What follows belongs to an exercise in optimizing a design on an open flow for small area and a short achievable clock period; a production flow would make more cautious choices. Only simulation tests tie the RTL to the original design; equivalence was not proved. Power and IR drop assume default switching activity.

oak:
==> flow/design.v (excerpt) <==
module omt_pe_tile (
    input  wire         clk,
    input  wire         rst,
    input  wire         cmd_valid,
    input  wire [1:0]   cmd_op,
    input  wire [3:0]   a_addr,
    input  wire [3:0]   b_addr,
    input  wire [3:0]   w_addr,
    input  wire [2:0]   b_src,
    input  wire [1:0]   k_src,
    input  wire [7:0]   tt_r,
    input  wire [7:0]   tt_c,
    input  wire [2:0]   dest,
    input  wire         carry_en,
    input  wire         mask_mode,
    input  wire [1:0]   bcn_req,
    input  wire [7:0]   edge_mode,     
    input  wire [15:0]  b_const,
    input  wire [4:0]   plane_sel,
    input  wire [63:0]  plane_wdata,
    output reg          rd_valid,
    output reg  [63:0]  rd_data,
    output wire         bcn_valid,
    output wire         bcn_or,
    output wire [6:0]   bcn_count,
    output wire [5:0]   bcn_first,
    output wire         bcn_none
);
clock: 8.0 ns
lec_check: 0
cap_margin: 35
core_margin: 2
core_utilization: 30
cts_cluster_diameter: 90
cts_cluster_size: 24
place_density: 0.45
setup_slack_margin: 4.8
slew_margin: 20
standard.sh (not shown) runs the stock make flow with config.mk's settings and CLKGATE_MAP_FILE= SYNTH_SCRIPT=/design/flow/synth_recipe.tcl, a recipe that flattens the netlist after the stock synthesis.
==> flow/flow/run.sh <==
#!/bin/bash
# Layout flow: the standard ORFS flow (standard.sh), with two changes to
# how the layout is made:
#  - synthesis maps the logic with an area-oriented ABC script
#    (flow/abc_area_nf.script) in place of ORFS's abc_speed.script; the
#    rest of the synthesis (registers included) is the standard one;
#  - ports are buffered with sky130_fd_sc_hd__buf_1 (resized later by the
#    timing repair where needed).
# Each tool's output is in the ORFS logs under orfs/logs/; make's own output
# is in flow_make.log.
set -euo pipefail
W=$(pwd)
rm -rf "$W/flow_scripts"
cp -r "$FLOW_HOME/scripts" "$W/flow_scripts"
cp "$W/flow/abc_area_nf.script" "$W/flow_scripts/abc_speed.script"
bash "$W/standard.sh" SCRIPTS_DIR="$W/flow_scripts" \
    BUFFER_PORTS_ARGS="-buffer_cell sky130_fd_sc_hd__buf_1" finish \
    > "$W/flow_make.log" 2>&1
==> flow/flow/abc_area_nf.script <==
&get -n
&st
&dch -f
&nf -R 1000 -a
&put
Input-level comparison between pine and oak:
# oak
export LEC_CHECK = 0
export CAP_MARGIN = 35
export CORE_MARGIN = 2
export CORE_UTILIZATION = 30
export CTS_CLUSTER_DIAMETER = 90
export CTS_CLUSTER_SIZE = 24
export PLACE_DENSITY = 0.45
export SETUP_SLACK_MARGIN = 4.8
export SLEW_MARGIN = 20
create_clock -name core_clock -period 8.0 [get_ports {clk}]
# pine
export LEC_CHECK = 0
export CAP_MARGIN = 35
export CORE_MARGIN = 2
export CORE_UTILIZATION = 30
export CTS_CLUSTER_DIAMETER = 90
export CTS_CLUSTER_SIZE = 24
export PLACE_DENSITY = 0.45
export SETUP_SLACK_MARGIN = 4.95
export SLEW_MARGIN = 20
create_clock -name core_clock -period 8.0 [get_ports {clk}]
diff --git a/flow/flow/run.sh b/flow/flow/run.sh
--- a/flow/flow/run.sh
+++ b/flow/flow/run.sh
@@ -2,2 +2,2 @@
-# Layout flow: the standard ORFS flow (standard.sh), with two changes to
-# how the layout is made:
+# Layout flow: the standard ORFS flow (standard.sh), with these changes
+# to how the layout is made:
@@ -6,0 +7,3 @@
+#  - sky130_fd_sc_hd__a222oi_1 is added to the platform's don't-use cells
+#    (it has no stronger size, so the timing repair cannot fix it when it
+#    ends up driving a long wire);
@@ -15,0 +19,3 @@
+DU="$(sed -n '/DONT_USE_CELLS/,/^$/p' "$FLOW_HOME/platforms/sky130hd/config.mk" \
+      | grep -o 'sky130_fd_sc_hd__[a-z0-9_]*' | tr '\n' ' ')sky130_fd_sc_hd__a222oi_1"
+echo "DONT_USE_CELLS=$DU" > "$W/flow_dont_use.txt"
@@ -17 +23,2 @@
-    BUFFER_PORTS_ARGS="-buffer_cell sky130_fd_sc_hd__buf_1" finish \
+    BUFFER_PORTS_ARGS="-buffer_cell sky130_fd_sc_hd__buf_1" \
+    DONT_USE_CELLS="$DU" finish \
### Flow results
Comparing pine with oak, the clock insertion delay at the later pin of the skew report came out essentially unchanged.
Compared with oak, in pine met2 routing resource usage after global routing higher, fraction of the cycle the final worst path needs lower, maximum clock rate higher, overall power consumption lower.
Compared with oak, in pine met1 layer wirelength in the final routing shows an increase of 9800 um, clock power share went down 0.6 points, area of the core region increased about 1.1%.
For birch, these inputs were changed with respect to pine:
==> flow/flow/run.sh <==
#!/bin/bash
# Layout flow: the standard ORFS flow (standard.sh), with two changes to
# how the layout is made:
#  - synthesis maps the logic with an area-oriented ABC script
#    (flow/abc_area_nf.script) in place of ORFS's abc_speed.script; the
#    rest of the synthesis (registers included) is the standard one;
#  - ports are buffered with sky130_fd_sc_hd__buf_1 (resized later by the
#    timing repair where needed).
# Each tool's output is in the ORFS logs under orfs/logs/; make's own output
# is in flow_make.log.
set -euo pipefail
W=$(pwd)
rm -rf "$W/flow_scripts"
cp -r "$FLOW_HOME/scripts" "$W/flow_scripts"
cp "$W/flow/abc_area_nf.script" "$W/flow_scripts/abc_speed.script"
bash "$W/standard.sh" SCRIPTS_DIR="$W/flow_scripts" \
    BUFFER_PORTS_ARGS="-buffer_cell sky130_fd_sc_hd__buf_1" finish \
    > "$W/flow_make.log" 2>&1
--- outcome ---
Per the comparison of birch with pine, number of global-route vias before repair has remained practically unchanged, register-to-register slack has decreased, highest attainable clock frequency has decreased. Comparing count of mapped cells out of synthesis for birch and pine, the smaller number came from birch. Sort birch and pine by total power desc -> top: birch. The maximum vdd drop reported for birch is smaller than that of pine by 9.2%. The die used by birch is smaller than the one used by pine.

-- separate check: timing with driven ports --
The flow's constraints put no driver on any port. The routed layouts listed below were extracted and timed again, unchanged, in two steps. Step 1: set_driving_cell puts a clkbuf_16 on clk and a buf_2 on each other input, an assumption about the parent block. Step 2 adds t to the input delays and takes it off the output delays; t is the mean of the earliest and latest rising clock arrival at the registers after step 1. Input paths then give back, and output paths get back, about the clock's delay inside the block. Three values: ideal, step 1, step 2; two values: the first two.
run | shift t [ns] | setup slack, ns | hold slack, ns
oak | 1.014 | 4.788 / 4.724 / 4.317 | 0.327 / 0.327 / 0.327
pine | 1.019 | 4.831 / 4.831 / 4.445 | 0.330 / 0.330 / 0.330
birch | 1.032 | 4.797 / 4.797 / 4.451 | 0.330 / 0.330 / 0.330
After both steps every run listed still meets setup and hold. For oak, which loses most, drivers alone change the setup slack by -0.064 ns; drivers and shift together by -0.471 ns.
